From an optimization exercise on the open Yosys and OpenROAD flow, aimed at small area, a short achievable clock period and few clock cycles; shortcuts taken in it are not production practice.
In this exercise RTL edits were held to simulation tests only and were not proved equivalent to the original.
Power and IR drop assume default switching activity.

build 55:
Design red_reduce, start of the top module:
module red_reduce (
    input  wire        clk,
    input  wire        rst,         
    input  wire        in_valid,
    output reg         in_ready,
    input  wire        in_first,    
    input  wire        in_last,     
    input  wire [7:0]  op,
    input  wire [23:0] p0,
    input  wire [23:0] p1,
    input  wire [23:0] a,
    input  wire        a_ok,
    input  wire [23:0] b,
    input  wire        b_ok,
    output reg         out_valid,
    output wire [23:0] r0,
    output wire [23:0] r1,
    output reg         r_ok,
    output reg         nsat,
    output reg         asat
);
    localparam [2:0] K_SUM   = 3'd0;
    localparam [2:0] K_MEAN  = 3'd1;
    localparam [2:0] K_MIN   = 3'd2;
    localparam [2:0] K_MAX   = 3'd3;
    localparam [2:0] K_COUNT = 3'd4;
    localparam [2:0] K_RMS   = 3'd6;
    localparam [2:0] K_DOT   = 3'd7;
    wire take = in_valid && in_ready && !rst;
    reg  [2:0]  kind_v;
    reg  [4:0]  sh_v;
    reg  [10:0] mv_v;
    wire [2:0]  e_kind = in_first ? op[2:0] : kind_v;
    wire        e_dot  = (e_kind == K_DOT);
    wire        e_rms  = (e_kind == K_RMS);
    reg         v1, f1, l1, u1;
    reg         mm1, mx1;     
    reg  [23:0] a1;
    reg  [11:0] bo1, bt1, bn1;    
    wire        e_mul = e_dot || e_rms;
    wire        e_mm  = (e_kind == K_MIN) || (e_kind == K_MAX);
  ...
For scale: about 450 flip-flops, ~0.040 mm² of cells after synthesis.
==> flow/config.mk <==
export PLATFORM = sky130hd
export DESIGN_NAME = red_reduce
export DESIGN_NICKNAME = red_reduce
export VERILOG_FILES = /design/flow/design.v
export SDC_FILE = /design/flow/constraint.sdc
export NUM_CORES = 4
export LEC_CHECK = 0
export CAP_MARGIN = 20
export CORE_MARGIN = 2
export CORE_UTILIZATION = 40
export SLEW_MARGIN = 20
==> flow/constraint.sdc <==
create_clock -name core_clock -period 14.0 [get_ports {clk}]
set_input_delay 2.8000 -clock core_clock [delete_from_list [all_inputs] [get_ports {clk}]]
set_output_delay 2.8000 -clock core_clock [all_outputs]
set_load 0.01 [all_outputs]
standard.sh (not shown) runs the stock make flow with config.mk's settings and CLKGATE_MAP_FILE= SYNTH_SCRIPT=/design/flow/synth_recipe.tcl, a recipe that flattens the netlist after the stock synthesis.
==> flow/flow/run.sh <==
#!/bin/bash
# Standard layout, with repair_timing aiming for extra setup slack so that the
# achieved period shrinks, and port buffers of an ordinary buffer cell; the
# constraints (SDC, clock period) are the design's.
set -euo pipefail
bash standard.sh "BUFFER_PORTS_ARGS=-buffer_cell sky130_fd_sc_hd__buf_2" SETUP_SLACK_MARGIN=10 finish > orfs_make.log 2>&1
Build 55: flow completed, timing, DRC and antenna clean
Testbench counts of build 55, summed over its fixed seeds: cycles 42,289.
## Diff of input files: trial 13 against build 55
--- a/flow/flow/run.sh
+++ b/flow/flow/run.sh
@@ -6 +6 @@
-bash standard.sh "BUFFER_PORTS_ARGS=-buffer_cell sky130_fd_sc_hd__buf_2" SETUP_SLACK_MARGIN=10 finish > orfs_make.log 2>&1
+bash standard.sh "BUFFER_PORTS_ARGS=-buffer_cell sky130_fd_sc_hd__buf_2" SETUP_SLACK_MARGIN=9 finish > orfs_make.log 2>&1
==> notes.md <==
Timing, DRC, antenna: 0 failures across build 55 and trial 13. [trial 13 vs build 55] number of DRC markers in iteration 0: lower in trial 13. Higher final worst hold slack among build 55 and trial 13: trial 13. Going from build 55 to trial 13, insertion delay to the later sink of the worst-skew pair lost 40 ps; number of instances in the placed design about even.

Starting RTL as in the previous note.
Settings: LEC_CHECK=0, CAP_MARGIN=20, CORE_MARGIN=2, CORE_UTILIZATION=40, SLEW_MARGIN=20; clock period 14.0 ns.
==> flow/flow/run.sh <==
#!/bin/bash
# Standard layout, with repair_timing aiming for extra setup slack so that the
# achieved period shrinks, and port buffers of an ordinary buffer cell; the
# constraints (SDC, clock period) are the design's.
set -euo pipefail
bash standard.sh "BUFFER_PORTS_ARGS=-buffer_cell sky130_fd_sc_hd__buf_2" SETUP_SLACK_MARGIN=9.5 finish > orfs_make.log 2>&1
Testbench counts at the start, summed over its fixed seeds: cycles 42,289.
Edit:
--- a/flow/flow/run.sh
+++ b/flow/flow/run.sh
@@ -6 +6 @@
-bash standard.sh "BUFFER_PORTS_ARGS=-buffer_cell sky130_fd_sc_hd__buf_2" SETUP_SLACK_MARGIN=9.5 finish > orfs_make.log 2>&1
+bash standard.sh "BUFFER_PORTS_ARGS=-buffer_cell sky130_fd_sc_hd__buf_2" SETUP_SLACK_MARGIN=9.75 finish > orfs_make.log 2>&1
What happened:
- power rises by 3.0%
- clock power increases by about 8%
- worst setup slack gains 0.22 ns
- synthesized cell count does not change
- cell area grows by 2.2%
- register-to-register slack is better by 0.16 ns

Another version of the RTL of red_reduce (not shown whole).
Size in the first run: about 4700 cells after synthesis, roughly 470 flip-flops, about 160 I/O pins, ~0.041 mm2 of cells after synthesis.
Settings: LEC_CHECK=0, CAP_MARGIN=20, CORE_MARGIN=2, CORE_UTILIZATION=40, CTS_BUF_LIST=sky130_fd_sc_hd__clkbuf_4 sky130_fd_sc_hd__clkbuf_8, SLEW_MARGIN=20; clock period 14.0 ns.
==> flow/flow/run.sh <==
#!/bin/bash
# Standard layout, with repair_timing aiming for extra setup slack so that the
# achieved period shrinks, and port buffers of an ordinary buffer cell; the
# constraints (SDC, clock period) are the design's.
set -euo pipefail
bash standard.sh "BUFFER_PORTS_ARGS=-buffer_cell sky130_fd_sc_hd__buf_2" SETUP_SLACK_MARGIN=9.75 finish > orfs_make.log 2>&1
Testbench counts at the start, summed over its fixed seeds: cycles 42,289.
==> next run, changes <==
==> flow/flow/run.sh (replaced) <==
#!/bin/bash
# Standard layout, with repair_timing aiming for extra setup slack so that the
# achieved period shrinks, and port buffers of an ordinary buffer cell; the
# constraints (SDC, clock period) are the design's.
set -euo pipefail
bash standard.sh "BUFFER_PORTS_ARGS=-buffer_cell sky130_fd_sc_hd__buf_2" SETUP_SLACK_MARGIN=10 finish > orfs_make.log 2>&1
CTS_BUF_LIST = not set   (was sky130_fd_sc_hd__clkbuf_4 sky130_fd_sc_hd__clkbuf_8)
Outcome:
- wire length grows by 2.0%
- core utilization grows by 1.2 points
- total power grows by about 1.8%
==> next run, changes <==
==> flow/flow/run.sh (replaced) <==
#!/bin/bash
# Standard layout, with repair_timing aiming for extra setup slack so that the
# achieved period shrinks, and port buffers of an ordinary buffer cell; the
# constraints (SDC, clock period) are the design's.
set -euo pipefail
bash standard.sh "BUFFER_PORTS_ARGS=-buffer_cell sky130_fd_sc_hd__buf_2" SETUP_SLACK_MARGIN=9.75 finish > orfs_make.log 2>&1
Global-route usage decreases by 0.30 points; power barely changes; final cell count went down by about 1.5%; cell area fell by 2.9%; clock-buffer cell count drops by 2; wire length goes down by 2.7%; setup slack loses 0.038 ns; clock power goes up by about 5%; hold slack barely changes; non-clock buffer count shrinks by 89; core utilization drops by 1.3 points.

==> afterwards: timing with drivers on the ports <==
The results above use ideal ports. As a check the final layouts listed here were re-extracted and re-timed, cells and wires unchanged. Step 1, drivers: a clkbuf_16 drives clk and a buf_2 each remaining input, both assumed. Step 2 also shifts input and output timing later by t, the mid clock arrival at the registers, as if the neighbouring blocks saw the same clock. Slacks: ideal / step 1 / step 2; pairs: ideal / step 1.
| run | t (ns) | setup WS [ns] | latest minus earliest clock arrival (ns) | worst register clock-pin slew, ns |
|---|---|---|---|---|
| build 55 | 0.707 | 9.830 / 9.765 / 9.330 | 0.084 / 0.084 | 0.07 / 0.07 |
| trial 13 | 0.681 | 9.205 / 9.205 / 9.138 | 0.036 / 0.035 | 0.07 / 0.07 |
| the first run of note 2 | 0.688 | 9.531 / 9.466 / 9.137 | 0.022 / 0.022 | 0.07 / 0.07 |
| the second run of note 2 | 0.701 | 9.752 / 9.731 / 9.232 | 0.043 / 0.043 | 0.07 / 0.07 |
| the first run of note 3 | 0.770 | 9.748 / 9.681 / 9.370 | 0.066 / 0.066 | 0.07 / 0.07 |
| the second run of note 3 | 0.699 | 9.817 / 9.750 / 9.475 | 0.033 / 0.032 | 0.07 / 0.07 |
| the third run of note 3 | 0.709 | 9.779 / 9.710 / 9.337 | 0.051 / 0.050 | 0.07 / 0.07 |
After both steps setup and hold are still met in every run listed. The setup slack of the second run of note 2, which loses most, moves by -0.021 ns with the drivers and by -0.520 ns with both steps.
